Source: an optimization exercise on an open RTL-to-GDS flow (aim: small area and a short achievable clock period). Production flows keep margins and buffers that such runs may drop.
Function was checked by simulation only, so behaviour that the tests miss may differ from the original.
Power figures rest on the tool's default switching activity, not on a simulated workload.

==> inputs of amber <==
// rpt_tracker
module rpt_tracker (
    input  wire        clk,
    input  wire        rst,
    input  wire        ev_valid,
    input  wire [1:0]  ev_op,         
    input  wire [29:0] ev_addr,
    input  wire [6:0]  ev_bit,        
    input  wire        ev_clean,      
    input  wire        ev_spare_full, 
    input  wire [5:0]  sel,
    output wire        rd_valid,
    output wire [29:0] rd_addr,
    output wire [3:0]  rd_count,
    output wire        rd_rewritten,
    output wire [6:0]  rd_bit,
    output wire [6:0]  rd_used,
    output reg         rw_valid,
    output wire [29:0] rw_addr,
    output reg         remap_valid,
    output wire [29:0] remap_addr,
    output reg         remap_full
);
make LEC_CHECK=0 CAP_MARGIN=20 CORE_MARGIN=2 CORE_UTILIZATION=55 CTS_CLUSTER_DIAMETER=60 CTS_CLUSTER_SIZE=30 PLACE_DENSITY=0.7 SETUP_SLACK_MARGIN=5 SLEW_MARGIN=20 finish   # period 12.0 ns
run.sh (not shown) runs the stock make flow with config.mk's settings and CLKGATE_MAP_FILE= SYNTH_SCRIPT=/design/flow/synth_recipe.tcl, a recipe that flattens the netlist after the stock synthesis.
==> inputs of delta, as changes to amber <==
==> flow/design.v (replaced) <==
module rpt_tracker (
    input  wire        clk,
    input  wire        rst,
    input  wire        ev_valid,
    input  wire [1:0]  ev_op,         
    input  wire [29:0] ev_addr,
    input  wire [6:0]  ev_bit,        
    input  wire        ev_clean,      
    input  wire        ev_spare_full, 
    input  wire [5:0]  sel,
    output wire        rd_valid,
    output wire [29:0] rd_addr,
    output wire [3:0]  rd_count,
    output wire        rd_rewritten,
    output wire [6:0]  rd_bit,
    output wire [6:0]  rd_used,
    output reg         rw_valid,
    output wire [29:0] rw_addr,
    output reg         remap_valid,
    output wire [29:0] remap_addr,
    output reg         remap_full
);
    localparam N = 64;
    reg [N-1:0] e_valid;
    reg [29:0]  e_addr  [0:N-1];
    reg [3:0]   e_count [0:N-1];
    reg [N-1:0] e_rewr;
    reg [6:0]   e_bit   [0:N-1];
    reg [5:0]   q       [0:N-1];    
    reg [N-1:0] q_v;                
    reg [6:0]   used;
    reg [29:0]  req_addr;
    integer i, j;
    reg [N-1:0] hitv;       
    reg [N-1:0] freev;      
    reg [5:0]   hit_idx;
    reg [5:0]   free_idx;
    reg         all_before;
    always @* begin
        all_before = 1'b1;
        for (i = 0; i < N; i = i + 1) begin
            hitv[i]  = e_valid[i] & ~|(e_addr[i] ^ ev_addr);
            freev[i] = ~e_valid[i] & all_before;
            all_before = all_before & e_valid[i];
        end
        hit_idx  = 6'd0;
        free_idx = 6'd0;
        for (i = 0; i < N; i = i + 1) begin
            hit_idx  = hit_idx  | ({6{hitv[i]}}  & i[5:0]);
            free_idx = free_idx | ({6{freev[i]}} & i[5:0]);
        end
    end
    wire full = all_before;
    wire hit  = |hitv;
    reg [3:0] hit_count;
    reg       hit_rewr;
    always @* begin
        hit_count = 4'd0;
        hit_rewr  = 1'b0;
        for (i = 0; i < N; i = i + 1) begin
            hit_count = hit_count | ({4{hitv[i]}} & e_count[i]);
            hit_rewr  = hit_rewr  | (hitv[i] & e_rewr[i]);
        end
    end
    wire op_corr = ev_valid & (ev_op == 2'd0);
    wire op_wr   = ev_valid & (ev_op == 2'd1);
    wire op_rb   = ev_valid & (ev_op == 2'd2);
    wire rb_bad  = ~ev_clean & ~ev_spare_full;    
    wire op_free = op_wr | (op_rb & rb_bad);        
    reg [N-1:0] lruv;
    always @*
        for (i = 0; i < N; i = i + 1)
            lruv[i] = (q[N-1] == i[5:0]);
    wire [N-1:0] allocv = full ? lruv : freev;
    wire [5:0]   tgt_idx = hit ? hit_idx : full ? q[N-1] : free_idx;
    wire [N-1:0] tgtv   = hit ? hitv : allocv;
    wire is7 = hit_count == 4'd7;
    wire is8 = hit_count[3];
    wire [3:0] hit_inc = {hit_count[3] | (&hit_count[2:0]),
                          ~hit_count[3] & (hit_count[2] ^ (&hit_count[1:0])),
                          ~hit_count[3] & (hit_count[1] ^ hit_count[0]),
                          ~hit_count[3] & ~hit_count[0]};
    wire [3:0] corr_count = hit ? hit_inc : 4'd1;
    wire [3:0]  w_count = {4{op_corr}} & corr_count;
    wire        w_rewr  = hit & (hit_rewr | is7);
    wire [6:0] used_inc, used_dec;
    assign used_inc[0] = ~used[0];
    assign used_dec[0] = ~used[0];
    genvar g;
    generate
        for (g = 1; g < 7; g = g + 1) begin : g_used
            assign used_inc[g] = used[g] ^ (&used[g-1:0]);
            assign used_dec[g] = used[g] ^ ~(|used[g-1:0]);
        end
    endgenerate
    reg [N-1:0] q_stop;
    reg [N-1:0] q_shift;    
    reg         run;
    always @* begin
        run = 1'b1;
        for (i = 0; i < N; i = i + 1) begin
            q_stop[i]  = hit ? (q_v[i] & (q[i] == hit_idx)) : ~q_v[i];
            q_shift[i] = run;
            run = run & ~q_stop[i];
        end
    end
    always @(posedge clk) begin
        if (rst) begin
            used        <= 7'd0;
            rw_valid    <= 1'b0;
            remap_valid <= 1'b0;
            remap_full  <= 1'b0;
        end else begin
            rw_valid    <= op_corr & hit & is7;
            remap_valid <= op_rb & hit & rb_bad;
            remap_full  <= op_rb & hit & ~ev_clean & ev_spare_full;
            if (op_corr & ~hit & ~full)
                used <= used_inc;
            else if (op_free & hit)
                used <= used_dec;
        end
    end
    always @(posedge clk)
        req_addr <= ev_addr;
    always @(posedge clk) begin
        if (op_corr) begin
            q[0] <= tgt_idx;
            for (i = 1; i < N; i = i + 1)
                if (q_shift[i])
                    q[i] <= q[i-1];
        end
    end
    always @(posedge clk) begin
        if (rst)
            q_v <= {N{1'b0}};
        else if (op_corr)
            q_v <= {q_v[N-2:0] & q_shift[N-1:1], 1'b1} | (q_v & ~q_shift);
        else if (op_free)
            q_v <= q_v & ~q_stop;
    end
    always @(posedge clk) begin
        if (rst)
            e_valid <= {N{1'b0}};
        else
            e_valid <= (e_valid & ~({N{op_free}} & hitv)) | ({N{op_corr}} & tgtv);
    end
    always @(posedge clk) begin
        for (i = 0; i < N; i = i + 1) begin
            if (op_corr & tgtv[i]) begin
                e_addr[i] <= ev_addr;
                e_bit[i]  <= ev_bit;
                e_rewr[i] <= w_rewr;
            end
            if ((op_corr & tgtv[i]) | (op_rb & hitv[i]))
                e_count[i] <= w_count;
        end
    end
    localparam W = 43;
    reg [N-1:0] pick;
    reg [W-1:0] grp [0:7];
    reg [W-1:0] view;
    always @* begin
        for (i = 0; i < N; i = i + 1)
            pick[i] = (sel[2:0] == i[2:0]) & e_valid[i];
        for (i = 0; i < 8; i = i + 1) begin
            grp[i] = {W{1'b0}};
            for (j = 0; j < 8; j = j + 1)
                grp[i] = grp[i] | ({W{pick[8*i+j]}} &
                         {1'b1, e_addr[8*i+j], e_count[8*i+j], e_rewr[8*i+j], e_bit[8*i+j]});
        end
        view = {W{1'b0}};
        for (i = 0; i < 8; i = i + 1)
            view = view | ({W{sel[5:3] == i[2:0]}} & grp[i]);
    end
    wire        r_valid = view[42];
    wire [29:0] r_addr  = view[41:12];
    wire [3:0]  r_count = view[11:8];
    wire        r_rewr  = view[7];
    wire [6:0]  r_bit   = view[6:0];
    assign rd_valid     = r_valid;
    assign rd_addr      = r_addr;
    assign rd_count     = r_count;
    assign rd_rewritten = r_rewr;
    assign rd_bit       = r_bit;
    assign rd_used      = used;
    assign rw_addr      = req_addr;
    assign remap_addr   = req_addr;
endmodule
- CORE_UTILIZATION: 55 -> 40
- PLACE_DENSITY: 0.7 -> 0.6
- SETUP_SLACK_MARGIN: 5 -> 4.5
- TNS_END_PERCENT: not set -> 20
==> flow_metrics.py <==
metrics = {
    "run_status": {
        "haltStage": "5_1_grt",
        "error_line": "[ERROR GRT-0116] Global routing finished with congestion. Check the congestion regions in the DRC Viewer.",
        "outcome": "stopped before the end",
    },
    "global_routing": {
        "grt_use_met1_pct": 94.9,
        "grt_pass1_vias": 176000,
    },
    "logic_synthesis": {
        "yosys_warnings": 5,
        "syn-cell-area_mm2": 0.158,
        "ys_ff_latch": 3176,
        "seq_area_frac_synth_pct": 57.5,
    },
    "clock_tree": {
        "cts_inserted_buffers": 265,
        "numClockSinks": 3176,
    },
    "place": {
        "post_dp_cell_area_mm2": 0.169,
    },
}
[end of results for amber]
==> flow_metrics.py <==
metrics = {
    "global_routing": {
        "grt_pass1_vias": 122000,
        "grtUsageTotal_pct": 47.7,
        "grt_use_met1_pct": 58.0,
    },
    "clock_tree": {
        "numClockSinks": 3239,
        "cts_inserted_buffers": 336,
    },
    "run_status": {
        "outcome": "no timing/DRC/antenna violations",
    },
    "timing": {
        "setup_slack_ns": 3.88,
        "final_hold_viol_count": 0,
    },
    "logic_synthesis": {
        "seq_area_frac_synth_pct": 61.1,
        "syn-cell-area_mm2": 0.156,
        "ys_ff_latch": 3239,
    },
    "place": {
        "post_dp_cell_area_mm2": 0.166,
    },
}
[end of results for delta]

* * *

==> run a <==
Another version of the RTL of rpt_tracker (not shown whole).
Settings: LEC_CHECK=0, CAP_MARGIN=20, CORE_MARGIN=2, CORE_UTILIZATION=45, CTS_CLUSTER_DIAMETER=60, CTS_CLUSTER_SIZE=30, PLACE_DENSITY=0.62, SETUP_SLACK_MARGIN=4.4, SLEW_MARGIN=20, SYNTH_HIERARCHICAL=1, SYNTH_MINIMUM_KEEP_SIZE=0, TNS_END_PERCENT=10; clock period 12.0 ns.
==> run b: changes against run a <==
--- a/flow/design.v
+++ b/flow/design.v
@@ -163,54 +163,68 @@
                 e_rewr[i] <= w_rewr;
             end
             if ((op_corr & tgtv[i]) | (op_rb & hitv[i]))
                 e_count[i] <= w_count;
         end
     end
     localparam W = 43;
-    reg [N-1:0]   pick;
-    reg [7:0]     gsel;
     reg [N*W-1:0] rows;
-    always @* begin
-        for (i = 0; i < N; i = i + 1) begin
-            pick[i] = (sel[2:0] == i[2:0]) & e_valid[i];
+    always @*
+        for (i = 0; i < N; i = i + 1)
             rows[W*i +: W] = {1'b1, e_addr[i], e_count[i], e_rewr[i], e_bit[i]};
-        end
-        for (i = 0; i < 8; i = i + 1)
-            gsel[i] = (sel[5:3] == i[2:0]);
-    end
     wire [8*W-1:0] grps;
     wire [W-1:0]   view;
-    genvar gi;
+    genvar gi, ki;
     generate
         for (gi = 0; gi < 8; gi = gi + 1) begin : g_grp
-            rpt_tracker_pick8 #(.W(W)) u_grp (
-                .s(pick[8*gi +: 8]), .d(rows[8*W*gi +: 8*W]), .y(grps[W*gi +: W]));
+            for (ki = 0; ki < 4; ki = ki + 1) begin : g_slice
+                localparam LO = 11 * ki;
+                localparam SW = (ki == 3) ? 10 : 11;
+                wire [8*SW-1:0] d;
+                genvar ei;
+                for (ei = 0; ei < 8; ei = ei + 1) begin : g_e
+                    assign d[SW*ei +: SW] = rows[W*(8*gi+ei) + LO +: SW];
+                end
+                rpt_tracker_rdsel #(.W(SW)) u_sel (
+                    .a(sel[2:0]), .en(e_valid[8*gi +: 8]), .d(d),
+                    .y(grps[W*gi + LO +: SW]));
+            end
+        end
+        for (ki = 0; ki < 4; ki = ki + 1) begin : g_view
+            localparam LO = 11 * ki;
+            localparam SW = (ki == 3) ? 10 : 11;
+            wire [8*SW-1:0] d;
+            genvar gj;
+            for (gj = 0; gj < 8; gj = gj + 1) begin : g_g
+                assign d[SW*gj +: SW] = grps[W*gj + LO +: SW];
+            end
+            rpt_tracker_rdsel #(.W(SW)) u_sel (
+                .a(sel[5:3]), .en(8'hff), .d(d), .y(view[LO +: SW]));
         end
     endgenerate
-    rpt_tracker_pick8 #(.W(W)) u_view (.s(gsel), .d(grps), .y(view));
     wire        r_valid = view[42];
     wire [29:0] r_addr  = view[41:12];
     wire [3:0]  r_count = view[11:8];
     wire        r_rewr  = view[7];
     wire [6:0]  r_bit   = view[6:0];
     assign rd_valid     = r_valid;
     assign rd_addr      = r_addr;
     assign rd_count     = r_count;
     assign rd_rewritten = r_rewr;
     assign rd_bit       = r_bit;
     assign rd_used      = used;
     assign rw_addr      = req_addr;
     assign remap_addr   = req_addr;
 endmodule
-module rpt_tracker_pick8 #(parameter W = 1) (
-    input  wire [7:0]     s,
+module rpt_tracker_rdsel #(parameter W = 1) (
+    input  wire [2:0]     a,
+    input  wire [7:0]     en,
     input  wire [8*W-1:0] d,
     output reg  [W-1:0]   y
 );
     integer k;
     always @* begin
         y = {W{1'b0}};
         for (k = 0; k < 8; k = k + 1)
-            y = y | ({W{s[k]}} & d[W*k +: W]);
+            y = y | ({W{(a == k[2:0]) & en[k]}} & d[W*k +: W]);
     end
 endmodule
SETUP_SLACK_MARGIN = 4.35   (was 4.4)
==> run c: changes against run a <==
--- a/flow/design.v
+++ b/flow/design.v
@@ -163,54 +163,68 @@
                 e_rewr[i] <= w_rewr;
             end
             if ((op_corr & tgtv[i]) | (op_rb & hitv[i]))
                 e_count[i] <= w_count;
         end
     end
     localparam W = 43;
-    reg [N-1:0]   pick;
-    reg [7:0]     gsel;
     reg [N*W-1:0] rows;
-    always @* begin
-        for (i = 0; i < N; i = i + 1) begin
-            pick[i] = (sel[2:0] == i[2:0]) & e_valid[i];
+    always @*
+        for (i = 0; i < N; i = i + 1)
             rows[W*i +: W] = {1'b1, e_addr[i], e_count[i], e_rewr[i], e_bit[i]};
-        end
-        for (i = 0; i < 8; i = i + 1)
-            gsel[i] = (sel[5:3] == i[2:0]);
-    end
     wire [8*W-1:0] grps;
     wire [W-1:0]   view;
-    genvar gi;
+    genvar gi, ki;
     generate
         for (gi = 0; gi < 8; gi = gi + 1) begin : g_grp
-            rpt_tracker_pick8 #(.W(W)) u_grp (
-                .s(pick[8*gi +: 8]), .d(rows[8*W*gi +: 8*W]), .y(grps[W*gi +: W]));
+            for (ki = 0; ki < 4; ki = ki + 1) begin : g_slice
+                localparam LO = 11 * ki;
+                localparam SW = (ki == 3) ? 10 : 11;
+                wire [8*SW-1:0] d;
+                genvar ei;
+                for (ei = 0; ei < 8; ei = ei + 1) begin : g_e
+                    assign d[SW*ei +: SW] = rows[W*(8*gi+ei) + LO +: SW];
+                end
+                rpt_tracker_rdsel #(.W(SW)) u_sel (
+                    .a(sel[2:0]), .en(e_valid[8*gi +: 8]), .d(d),
+                    .y(grps[W*gi + LO +: SW]));
+            end
+        end
+        for (ki = 0; ki < 4; ki = ki + 1) begin : g_view
+            localparam LO = 11 * ki;
+            localparam SW = (ki == 3) ? 10 : 11;
+            wire [8*SW-1:0] d;
+            genvar gj;
+            for (gj = 0; gj < 8; gj = gj + 1) begin : g_g
+                assign d[SW*gj +: SW] = grps[W*gj + LO +: SW];
+            end
+            rpt_tracker_rdsel #(.W(SW)) u_sel (
+                .a(sel[5:3]), .en(8'hff), .d(d), .y(view[LO +: SW]));
         end
     endgenerate
-    rpt_tracker_pick8 #(.W(W)) u_view (.s(gsel), .d(grps), .y(view));
     wire        r_valid = view[42];
     wire [29:0] r_addr  = view[41:12];
     wire [3:0]  r_count = view[11:8];
     wire        r_rewr  = view[7];
     wire [6:0]  r_bit   = view[6:0];
     assign rd_valid     = r_valid;
     assign rd_addr      = r_addr;
     assign rd_count     = r_count;
     assign rd_rewritten = r_rewr;
     assign rd_bit       = r_bit;
     assign rd_used      = used;
     assign rw_addr      = req_addr;
     assign remap_addr   = req_addr;
 endmodule
-module rpt_tracker_pick8 #(parameter W = 1) (
-    input  wire [7:0]     s,
+module rpt_tracker_rdsel #(parameter W = 1) (
+    input  wire [2:0]     a,
+    input  wire [7:0]     en,
     input  wire [8*W-1:0] d,
     output reg  [W-1:0]   y
 );
     integer k;
     always @* begin
         y = {W{1'b0}};
         for (k = 0; k < 8; k = k + 1)
-            y = y | ({W{s[k]}} & d[W*k +: W]);
+            y = y | ({W{(a == k[2:0]) & en[k]}} & d[W*k +: W]);
     end
 endmodule
SETUP_SLACK_MARGIN = 4.6   (was 4.4)
==> summary of the runs <==
Register-to-register slack, highest first: run c, run a, run b. In sequential power, run b and run c hardly differ. Clock skew: run b is lower than run c (0.016 ns). Via count: run c > run b > run a. Between run a and run b, the lower maximum frequency is in run a (gap 3.6%, measured against run b). Of run a and run b, run a has the higher sequential share of layout area (gap 2.1 points). Of run c and run b, run c has the higher final cell count (gap 1.5%, measured against run b). Clock power is about the same in run a and run c. Synthesized cell count: run b is higher than run a (1.1%). Total power: run a < run b < run c.
==> figures <==
|  | run c | run a | run b |
|---|---|---|---|
| Result of the run | no timing/DRC/antenna violations | no timing/DRC/antenna violations | no timing/DRC/antenna violations |
| Launch instance of the worst min-delay path | q[14][5]$_DFFE_PP_ | q[23][4]$_DFFE_PP_ | q[41][1]$_DFFE_PP_ |
| First-pass GRT wire length | 1,140,000 um | 1,110,000 um | 1,140,000 um |
| Met1 demand-to-capacity share in global routing | 59.0% | 58.0% | 59.7% |
| Sequential cell area | 95,600 um2 | 95,600 um2 | 95,600 um2 |
| Buffer count from post-CTS setup fixing | 243 | 243 | 130 |
| Sequential cell area share | 48.2% | 51.8% | 49.6% |
| Routed vias/inst | 7.31 | 7.25 | 7.26 |
| Worst path setup slack after routing | 4.20 ns | 3.49 ns | 3.79 ns |
| Synthesized area | 162,000 um2 | 159,000 um2 | 162,000 um2 |
| Fraction of layout instances using a drive strength above 1 | 25.7% | 17.7% | 22.9% |
| Multiplexer share of the synthesized area | 0.118% | 0.132% | 0.118% |
| Worst Tran Pin Value | 1.34 ns | 1.36 ns | 1.33 ns |
| Length of routed met3 wiring | 129,000 um | 127,000 um | 129,000 um |
| Inst Count DP | 17,000 | 16,700 | 17,100 |
| Clock buffers created by TritonCTS | 314 | 310 | 321 |
| Area of the core | 359,000 um2 | 352,000 um2 | 359,000 um2 |
| Number of cell rows | 220 | 218 | 220 |
| Wire length on met2 | 373,000 um | 348,000 um | 353,000 um |
| Clock Latency Late Sink | 1.02 ns | 1.03 ns | 1.00 ns |
| Fraction of synthesized cell area taken by the top area cell type | 56.8% | 58.0% | 56.8% |
| Worst-case reg-to-reg path depth | 19 | 18 | 19 |

[static timing again, ports no longer ideal]
The flow's constraints put no driver on any port. The routed layouts listed below were extracted and timed again, unchanged, in two steps.
Step 1 (the two cells are an assumption about what drives the block):
set clk [get_ports {clk}]
set_driving_cell -lib_cell sky130_fd_sc_hd__clkbuf_16 $clk
set_driving_cell -lib_cell sky130_fd_sc_hd__buf_2 [delete_from_list [all_inputs] $clk]
Step 2 times the ports against the registers' clock, not the clock port: input delays grow and output delays shrink by t, the midpoint of the rising clock arrivals with the driver on.
Slacks: ideal / step 1 / step 2; pairs: ideal / step 1.
run	t, ns	setup WS [ns]	latest minus earliest clock arrival (ns)	worst data-port slew with drivers (ns)
delta	1.137	3.875 / 3.717 / 2.580	0.072 / 0.072	0.83
run a	1.091	3.487 / 3.267 / 2.629	0.094 / 0.095	0.63
run b	1.095	3.793 / 3.215 / 2.545	0.064 / 0.064	0.85
run c	1.104	4.196 / 3.617 / 2.799	0.080 / 0.080	0.78
After both steps every run listed still meets setup and hold. For run c, which loses most, drivers alone change the setup slack by -0.579 ns; drivers and shift together by -1.397 ns.
